This is an optimization exercise on Yosys and OpenROAD, whose aim is small area, a short achievable clock period and few clock cycles, not a production implementation. Where RTL was checked, it was by simulation tests only, not by an equivalence proof against the original.

==> job 6909 <==
==> flow/design.v (excerpt) <==
module ite_cmac (
    input  wire         clk,
    input  wire         rst,
    output reg          ready,
    input  wire         key_load,
    input  wire [255:0] key,
    output reg          kcv_valid,
    output wire [23:0]  kcv,
    input  wire         msg_start,
    input  wire [15:0]  tenant,
    input  wire [15:0]  ns,
    input  wire [63:0]  lba,
    input  wire [31:0]  zgen,
    input  wire [31:0]  key_id,
    input  wire         blk_valid,
    output reg          blk_ready,
    input  wire [127:0] blk_data,
    output reg          tag_valid,
    output wire [127:0] tag
);
==> flow/config.mk <==
export PLATFORM = sky130hd
export DESIGN_NAME = ite_cmac
export DESIGN_NICKNAME = ite_cmac
export VERILOG_FILES = /design/flow/design.v
export SDC_FILE = /design/flow/constraint.sdc
export NUM_CORES = 4
export LEC_CHECK = 0
export CAP_MARGIN = 20
export CELL_PAD_IN_SITES_DETAIL_PLACEMENT = 0
export CELL_PAD_IN_SITES_GLOBAL_PLACEMENT = 0
export CORE_MARGIN = 2
export CORE_UTILIZATION = 50
export PLACE_DENSITY = 0.65
export SETUP_SLACK_MARGIN = 3.5
export SLEW_MARGIN = 20
export SYNTH_HIERARCHICAL = 1
==> flow/constraint.sdc <==
create_clock -name core_clock -period 10.0 [get_ports {clk}]
set_input_delay 2.0000 -clock core_clock [delete_from_list [all_inputs] [get_ports {clk}]]
set_output_delay 2.0000 -clock core_clock [all_outputs]
set_load 0.01 [all_outputs]
run.sh (not shown) runs the stock make flow with config.mk's settings and CLKGATE_MAP_FILE= SYNTH_SCRIPT=/design/flow/synth_recipe.tcl, a recipe that flattens the netlist after the stock synthesis.
==> job 5017: changes against job 6909 <==
--- a/flow/design.v
+++ b/flow/design.v
@@ -283,12 +283,38 @@
         for (c = 0; c < 4; c = c + 1) begin : g_sr_c
             for (r = 0; r < 4; r = r + 1) begin : g_sr_r
                 assign sr[127-8*(4*c+r) -: 8] = sb[127-8*(4*((c+r)%4)+r) -: 8];
             end
         end
     endgenerate
+    wire [127:0] mc;
+    generate
+        for (c = 0; c < 4; c = c + 1) begin : g_mc
+            wire [7:0] a0 = sr[127-32*c    -: 8];
+            wire [7:0] a1 = sr[127-32*c-8  -: 8];
+            wire [7:0] a2 = sr[127-32*c-16 -: 8];
+            wire [7:0] a3 = sr[127-32*c-24 -: 8];
+            wire [7:0] s01, s12, s23, s30, u0, u1, u2, u3, x0, x1, x2, x3;
+            xor8   u_s01 (.a(a0), .b(a1), .y(s01));
+            xor8   u_s12 (.a(a1), .b(a2), .y(s12));
+            xor8   u_s23 (.a(a2), .b(a3), .y(s23));
+            xor8   u_s30 (.a(a3), .b(a0), .y(s30));
+            xor8   u_u0  (.a(a1), .b(s23), .y(u0));
+            xor8   u_u1  (.a(a2), .b(s30), .y(u1));
+            xor8   u_u2  (.a(a3), .b(s01), .y(u2));
+            xor8   u_u3  (.a(a0), .b(s12), .y(u3));
+            xtime8 u_x0  (.a(s01), .y(x0));
+            xtime8 u_x1  (.a(s12), .y(x1));
+            xtime8 u_x2  (.a(s23), .y(x2));
+            xtime8 u_x3  (.a(s30), .y(x3));
+            xor8   u_m0  (.a(u0), .b(x0), .y(mc[127-32*c    -: 8]));
+            xor8   u_m1  (.a(u1), .b(x1), .y(mc[127-32*c-8  -: 8]));
+            xor8   u_m2  (.a(u2), .b(x2), .y(mc[127-32*c-16 -: 8]));
+            xor8   u_m3  (.a(u3), .b(x3), .y(mc[127-32*c-24 -: 8]));
+        end
+    endgenerate
     wire [127:0] hdr0 = {le16(tenant), le16(ns), le64(lba), le32(zgen)};
     wire [127:0] hdr1 = {le32(kid), 96'h0};
     wire msg_blk_end = busy && last && (kind == K_MSG);
     wire want_data   = waiting || (msg_blk_end && (blk != 9'd0) && (blk != 9'd257));
     wire take_data   = want_data && blk_valid;
     wire take_hdr1   = msg_blk_end && (blk == 9'd0);
@@ -296,66 +322,33 @@
     wire last_data   = (blk == 9'd256);    
     wire         x_en   = take_hdr0 || take_hdr1 || take_data || kstart || k1start;
     wire         k1_sel = k1start || (take_data && last_data);
     wire         sel_mc = busy && !last;
     wire         sel_sr = busy && last;
     wire [127:0] n_rk, n_rk0, n_k1, n_in, z_1, z_2, z_add;
-    wire         sel_nmc = !sel_mc;
-    wire [127:0] alt_n, alt, mcz, state_nx;
+    wire [127:0] y_n, state_nx;
     generate
         for (g = 0; g < 128; g = g + 1) begin : g_nx
             sbg_nand2 u_a (.a(busy),   .b(rk_cur[g]), .y(n_rk[g]));
             sbg_nand2 u_b (.a(x_en),   .b(rk0[g]),    .y(n_rk0[g]));
             sbg_nand2 u_c (.a(k1_sel), .b(k1[g]),     .y(n_k1[g]));
             sbg_xor2 u_z1 (.a(n_rk[g]), .b(n_rk0[g]), .y(z_1[g]));
-            sbg_xor2 u_z2 (.a(z_1[g]),  .b(n_k1[g]),  .y(z_2[g]));    
+            sbg_xor2 u_z2 (.a(z_1[g]),  .b(n_k1[g]),  .y(z_2[g]));
+            sbg_aoi222 u_y (.a(sel_mc), .b(mc[g]), .c(sel_sr), .d(sr[g]),
+                            .e(waiting), .f(state[g]), .y(y_n[g]));
             if (g >= 96) begin : g_h1
                 sbg_aoi222 u_d (.a(take_hdr0), .b(hdr0[g]), .c(take_data), .d(blk_data[g]),
                                 .e(take_hdr1), .f(hdr1[g]), .y(n_in[g]));
                 sbg_xor2   u_z3 (.a(z_2[g]),  .b(n_in[g]),  .y(z_add[g]));
+                sbg_xnor2  u_z  (.a(y_n[g]), .b(z_add[g]), .y(state_nx[g]));
             end else begin : g_h0
                 sbg_ao22   u_d (.a(take_hdr0), .b(hdr0[g]), .c(take_data), .d(blk_data[g]),
                                 .y(n_in[g]));
-                sbg_xnor2  u_z3 (.a(z_2[g]),  .b(n_in[g]),  .y(z_add[g]));
+                sbg_xor2   u_z3 (.a(z_2[g]),  .b(n_in[g]),  .y(z_add[g]));
+                sbg_xor2   u_z  (.a(y_n[g]), .b(z_add[g]), .y(state_nx[g]));
             end
-            sbg_aoi22  u_y (.a(sel_sr), .b(sr[g]), .c(waiting), .d(state[g]), .y(alt_n[g]));
-            sbg_xnor2  u_w (.a(alt_n[g]), .b(z_add[g]), .y(alt[g]));
-            sbg_ao22   u_o (.a(sel_mc), .b(mcz[g]), .c(sel_nmc), .d(alt[g]), .y(state_nx[g]));
-        end
-    endgenerate
-    generate
-        for (c = 0; c < 4; c = c + 1) begin : g_mc
-            wire [7:0] a0 = sr[127-32*c    -: 8];
-            wire [7:0] a1 = sr[127-32*c-8  -: 8];
-            wire [7:0] a2 = sr[127-32*c-16 -: 8];
-            wire [7:0] a3 = sr[127-32*c-24 -: 8];
-            wire [7:0] z0 = z_add[127-32*c    -: 8];
-            wire [7:0] z1 = z_add[127-32*c-8  -: 8];
-            wire [7:0] z2 = z_add[127-32*c-16 -: 8];
-            wire [7:0] z3 = z_add[127-32*c-24 -: 8];
-            wire [7:0] s01, s12, s23, s30, v0, v1, v2, v3, u0, u1, u2, u3, x0, x1, x2, x3;
-            xor8   u_s01 (.a(a0), .b(a1), .y(s01));
-            xor8   u_s12 (.a(a1), .b(a2), .y(s12));
-            xor8   u_s23 (.a(a2), .b(a3), .y(s23));
-            xor8   u_s30 (.a(a3), .b(a0), .y(s30));
-            xor8   u_v0  (.a(a1), .b(z0), .y(v0));
-            xor8   u_v1  (.a(a2), .b(z1), .y(v1));
-            xor8   u_v2  (.a(a3), .b(z2), .y(v2));
-            xor8   u_v3  (.a(a0), .b(z3), .y(v3));
-            xor8   u_u0  (.a(v0), .b(s23), .y(u0));
-            xor8   u_u1  (.a(v1), .b(s30), .y(u1));
-            xor8   u_u2  (.a(v2), .b(s01), .y(u2));
-            xor8   u_u3  (.a(v3), .b(s12), .y(u3));
-            xtime8 u_x0  (.a(s01), .y(x0));
-            xtime8 u_x1  (.a(s12), .y(x1));
-            xtime8 u_x2  (.a(s23), .y(x2));
-            xtime8 u_x3  (.a(s30), .y(x3));
-            xor8   u_m0  (.a(u0), .b(x0), .y(mcz[127-32*c    -: 8]));
-            xor8   u_m1  (.a(u1), .b(x1), .y(mcz[127-32*c-8  -: 8]));
-            xor8   u_m2  (.a(u2), .b(x2), .y(mcz[127-32*c-16 -: 8]));
-            xor8   u_m3  (.a(u3), .b(x3), .y(mcz[127-32*c-24 -: 8]));
         end
     endgenerate
     wire kw_reload = !busy || last;
     wire kw_keep   = !kw_reload;
     wire [127:0] L_dbl = {state[126:0], 1'b0} ^ (state[127] ? 128'h87 : 128'h0);
     wire [255:0] kw_in = {kw[127:0], kw_nx};
SETUP_SLACK_MARGIN = 4.0   (was 3.5)
==> job 2777: changes against job 6909 <==
--- a/flow/design.v
+++ b/flow/design.v
@@ -283,12 +283,38 @@
         for (c = 0; c < 4; c = c + 1) begin : g_sr_c
             for (r = 0; r < 4; r = r + 1) begin : g_sr_r
                 assign sr[127-8*(4*c+r) -: 8] = sb[127-8*(4*((c+r)%4)+r) -: 8];
             end
         end
     endgenerate
+    wire [127:0] mc;
+    generate
+        for (c = 0; c < 4; c = c + 1) begin : g_mc
+            wire [7:0] a0 = sr[127-32*c    -: 8];
+            wire [7:0] a1 = sr[127-32*c-8  -: 8];
+            wire [7:0] a2 = sr[127-32*c-16 -: 8];
+            wire [7:0] a3 = sr[127-32*c-24 -: 8];
+            wire [7:0] s01, s12, s23, s30, u0, u1, u2, u3, x0, x1, x2, x3;
+            xor8   u_s01 (.a(a0), .b(a1), .y(s01));
+            xor8   u_s12 (.a(a1), .b(a2), .y(s12));
+            xor8   u_s23 (.a(a2), .b(a3), .y(s23));
+            xor8   u_s30 (.a(a3), .b(a0), .y(s30));
+            xor8   u_u0  (.a(a1), .b(s23), .y(u0));
+            xor8   u_u1  (.a(a2), .b(s30), .y(u1));
+            xor8   u_u2  (.a(a3), .b(s01), .y(u2));
+            xor8   u_u3  (.a(a0), .b(s12), .y(u3));
+            xtime8 u_x0  (.a(s01), .y(x0));
+            xtime8 u_x1  (.a(s12), .y(x1));
+            xtime8 u_x2  (.a(s23), .y(x2));
+            xtime8 u_x3  (.a(s30), .y(x3));
+            xor8   u_m0  (.a(u0), .b(x0), .y(mc[127-32*c    -: 8]));
+            xor8   u_m1  (.a(u1), .b(x1), .y(mc[127-32*c-8  -: 8]));
+            xor8   u_m2  (.a(u2), .b(x2), .y(mc[127-32*c-16 -: 8]));
+            xor8   u_m3  (.a(u3), .b(x3), .y(mc[127-32*c-24 -: 8]));
+        end
+    endgenerate
     wire [127:0] hdr0 = {le16(tenant), le16(ns), le64(lba), le32(zgen)};
     wire [127:0] hdr1 = {le32(kid), 96'h0};
     wire msg_blk_end = busy && last && (kind == K_MSG);
     wire want_data   = waiting || (msg_blk_end && (blk != 9'd0) && (blk != 9'd257));
     wire take_data   = want_data && blk_valid;
     wire take_hdr1   = msg_blk_end && (blk == 9'd0);
@@ -296,66 +322,33 @@
     wire last_data   = (blk == 9'd256);    
     wire         x_en   = take_hdr0 || take_hdr1 || take_data || kstart || k1start;
     wire         k1_sel = k1start || (take_data && last_data);
     wire         sel_mc = busy && !last;
     wire         sel_sr = busy && last;
     wire [127:0] n_rk, n_rk0, n_k1, n_in, z_1, z_2, z_add;
-    wire         sel_nmc = !sel_mc;
-    wire [127:0] alt_n, alt, mcz, state_nx;
+    wire [127:0] y_n, state_nx;
     generate
         for (g = 0; g < 128; g = g + 1) begin : g_nx
             sbg_nand2 u_a (.a(busy),   .b(rk_cur[g]), .y(n_rk[g]));
             sbg_nand2 u_b (.a(x_en),   .b(rk0[g]),    .y(n_rk0[g]));
             sbg_nand2 u_c (.a(k1_sel), .b(k1[g]),     .y(n_k1[g]));
             sbg_xor2 u_z1 (.a(n_rk[g]), .b(n_rk0[g]), .y(z_1[g]));
-            sbg_xor2 u_z2 (.a(z_1[g]),  .b(n_k1[g]),  .y(z_2[g]));    
+            sbg_xor2 u_z2 (.a(z_1[g]),  .b(n_k1[g]),  .y(z_2[g]));
+            sbg_aoi222 u_y (.a(sel_mc), .b(mc[g]), .c(sel_sr), .d(sr[g]),
+                            .e(waiting), .f(state[g]), .y(y_n[g]));
             if (g >= 96) begin : g_h1
                 sbg_aoi222 u_d (.a(take_hdr0), .b(hdr0[g]), .c(take_data), .d(blk_data[g]),
                                 .e(take_hdr1), .f(hdr1[g]), .y(n_in[g]));
                 sbg_xor2   u_z3 (.a(z_2[g]),  .b(n_in[g]),  .y(z_add[g]));
+                sbg_xnor2  u_z  (.a(y_n[g]), .b(z_add[g]), .y(state_nx[g]));
             end else begin : g_h0
                 sbg_ao22   u_d (.a(take_hdr0), .b(hdr0[g]), .c(take_data), .d(blk_data[g]),
                                 .y(n_in[g]));
-                sbg_xnor2  u_z3 (.a(z_2[g]),  .b(n_in[g]),  .y(z_add[g]));
+                sbg_xor2   u_z3 (.a(z_2[g]),  .b(n_in[g]),  .y(z_add[g]));
+                sbg_xor2   u_z  (.a(y_n[g]), .b(z_add[g]), .y(state_nx[g]));
             end
-            sbg_aoi22  u_y (.a(sel_sr), .b(sr[g]), .c(waiting), .d(state[g]), .y(alt_n[g]));
-            sbg_xnor2  u_w (.a(alt_n[g]), .b(z_add[g]), .y(alt[g]));
-            sbg_ao22   u_o (.a(sel_mc), .b(mcz[g]), .c(sel_nmc), .d(alt[g]), .y(state_nx[g]));
-        end
-    endgenerate
-    generate
-        for (c = 0; c < 4; c = c + 1) begin : g_mc
-            wire [7:0] a0 = sr[127-32*c    -: 8];
-            wire [7:0] a1 = sr[127-32*c-8  -: 8];
-            wire [7:0] a2 = sr[127-32*c-16 -: 8];
-            wire [7:0] a3 = sr[127-32*c-24 -: 8];
-            wire [7:0] z0 = z_add[127-32*c    -: 8];
-            wire [7:0] z1 = z_add[127-32*c-8  -: 8];
-            wire [7:0] z2 = z_add[127-32*c-16 -: 8];
-            wire [7:0] z3 = z_add[127-32*c-24 -: 8];
-            wire [7:0] s01, s12, s23, s30, v0, v1, v2, v3, u0, u1, u2, u3, x0, x1, x2, x3;
-            xor8   u_s01 (.a(a0), .b(a1), .y(s01));
-            xor8   u_s12 (.a(a1), .b(a2), .y(s12));
-            xor8   u_s23 (.a(a2), .b(a3), .y(s23));
-            xor8   u_s30 (.a(a3), .b(a0), .y(s30));
-            xor8   u_v0  (.a(a1), .b(z0), .y(v0));
-            xor8   u_v1  (.a(a2), .b(z1), .y(v1));
-            xor8   u_v2  (.a(a3), .b(z2), .y(v2));
-            xor8   u_v3  (.a(a0), .b(z3), .y(v3));
-            xor8   u_u0  (.a(v0), .b(s23), .y(u0));
-            xor8   u_u1  (.a(v1), .b(s30), .y(u1));
-            xor8   u_u2  (.a(v2), .b(s01), .y(u2));
-            xor8   u_u3  (.a(v3), .b(s12), .y(u3));
-            xtime8 u_x0  (.a(s01), .y(x0));
-            xtime8 u_x1  (.a(s12), .y(x1));
-            xtime8 u_x2  (.a(s23), .y(x2));
-            xtime8 u_x3  (.a(s30), .y(x3));
-            xor8   u_m0  (.a(u0), .b(x0), .y(mcz[127-32*c    -: 8]));
-            xor8   u_m1  (.a(u1), .b(x1), .y(mcz[127-32*c-8  -: 8]));
-            xor8   u_m2  (.a(u2), .b(x2), .y(mcz[127-32*c-16 -: 8]));
-            xor8   u_m3  (.a(u3), .b(x3), .y(mcz[127-32*c-24 -: 8]));
         end
     endgenerate
     wire kw_reload = !busy || last;
     wire kw_keep   = !kw_reload;
     wire [127:0] L_dbl = {state[126:0], 1'b0} ^ (state[127] ? 128'h87 : 128'h0);
     wire [255:0] kw_in = {kw[127:0], kw_nx};
==> flow/flow/run.sh (new file) <==
#!/bin/bash
set -o pipefail
export BUFFER_PORTS_ARGS="-buffer_cell sky130_fd_sc_hd__buf_1"
bash standard.sh finish > standard_flow.log 2>&1
status=$?
echo "standard.sh exit status $status"
exit $status
==> flow/standard.sh (new file) <==
#!/bin/bash
# synth_recipe.tcl (not shown) runs the flow's synth.tcl, then flattens the netlist and writes it again
# the make line also repeats each setting of config.mk as NAME=value (left out here)
make -C /OpenROAD-flow-scripts/flow DESIGN_CONFIG=/design/flow/config.mk WORK_HOME=/design/flow/orfs CLKGATE_MAP_FILE= SYNTH_SCRIPT=/design/flow/synth_recipe.tcl "${@:-finish}"
CORE_UTILIZATION = 65   (was 50)
PLACE_DENSITY = 0.78   (was 0.65)
removed: flow/run.sh
==> notes.md <==
Job 2777 ran to the end with no violations. Job 6909 passed the timing, DRC and antenna checks. Job 5017 passed the timing, DRC and antenna checks.
Of job 2777 and job 5017, job 2777 has the higher sequential share of layout area (gap 3.8 points).
Against job 2777, the synthesized cell count of job 6909 is higher by about 4.4%.
In area after synthesis, job 2777 and job 5017 do not differ.
Routed wire length: job 5017 is larger than job 2777 (5.1%).
Count of clock-buffer cells in the layout: job 5017 > job 2777 > job 6909.
In flip-flop and latch count, job 5017 and job 6909 do not differ.
Testbench counts of job 5017, summed over its fixed seeds: cycles 115,872.
Testbench counts of job 2777, summed over its fixed seeds: cycles 115,872.
Only the layout flow was run in job 6909; the RTL was not checked for function there.

==> re-timing with driven ports <==
Ports are ideal in the flow. The routed layouts listed here were re-timed in OpenROAD. Step 1 assumes that a clkbuf_16 drives the clock port and a buf_2 every other input. Step 2 moves the port delays by t, midway between the first and last clock arrival at a register: inputs arrive t later, outputs are due t later. That takes back most of the time a late clock gives input paths. Slacks: ideal ports / drivers / drivers and shift; pairs: ideal ports / drivers.
run | shift t [ns] | slack for setup (ns) | worst hold slack (ns) | latest minus earliest clock arrival (ns) | slew at the worst register clock pin (ns)
job 6909 | 0.760 | 3.584 / 3.644 / 2.884 | 0.436 / 0.436 / 0.436 | 0.025 / 0.025 | 0.07 / 0.07
job 5017 | 0.774 | 4.078 / 4.078 / 3.392 | 0.418 / 0.418 / 0.418 | 0.059 / 0.059 | 0.07 / 0.07
job 2777 | 0.756 | 3.583 / 3.583 / 3.583 | 0.444 / 0.444 / 0.444 | 0.029 / 0.029 | 0.07 / 0.07
After both steps setup and hold are still met in every run listed. For job 6909, which loses most, drivers alone change the setup slack by +0.060 ns; drivers and shift together by -0.700 ns.
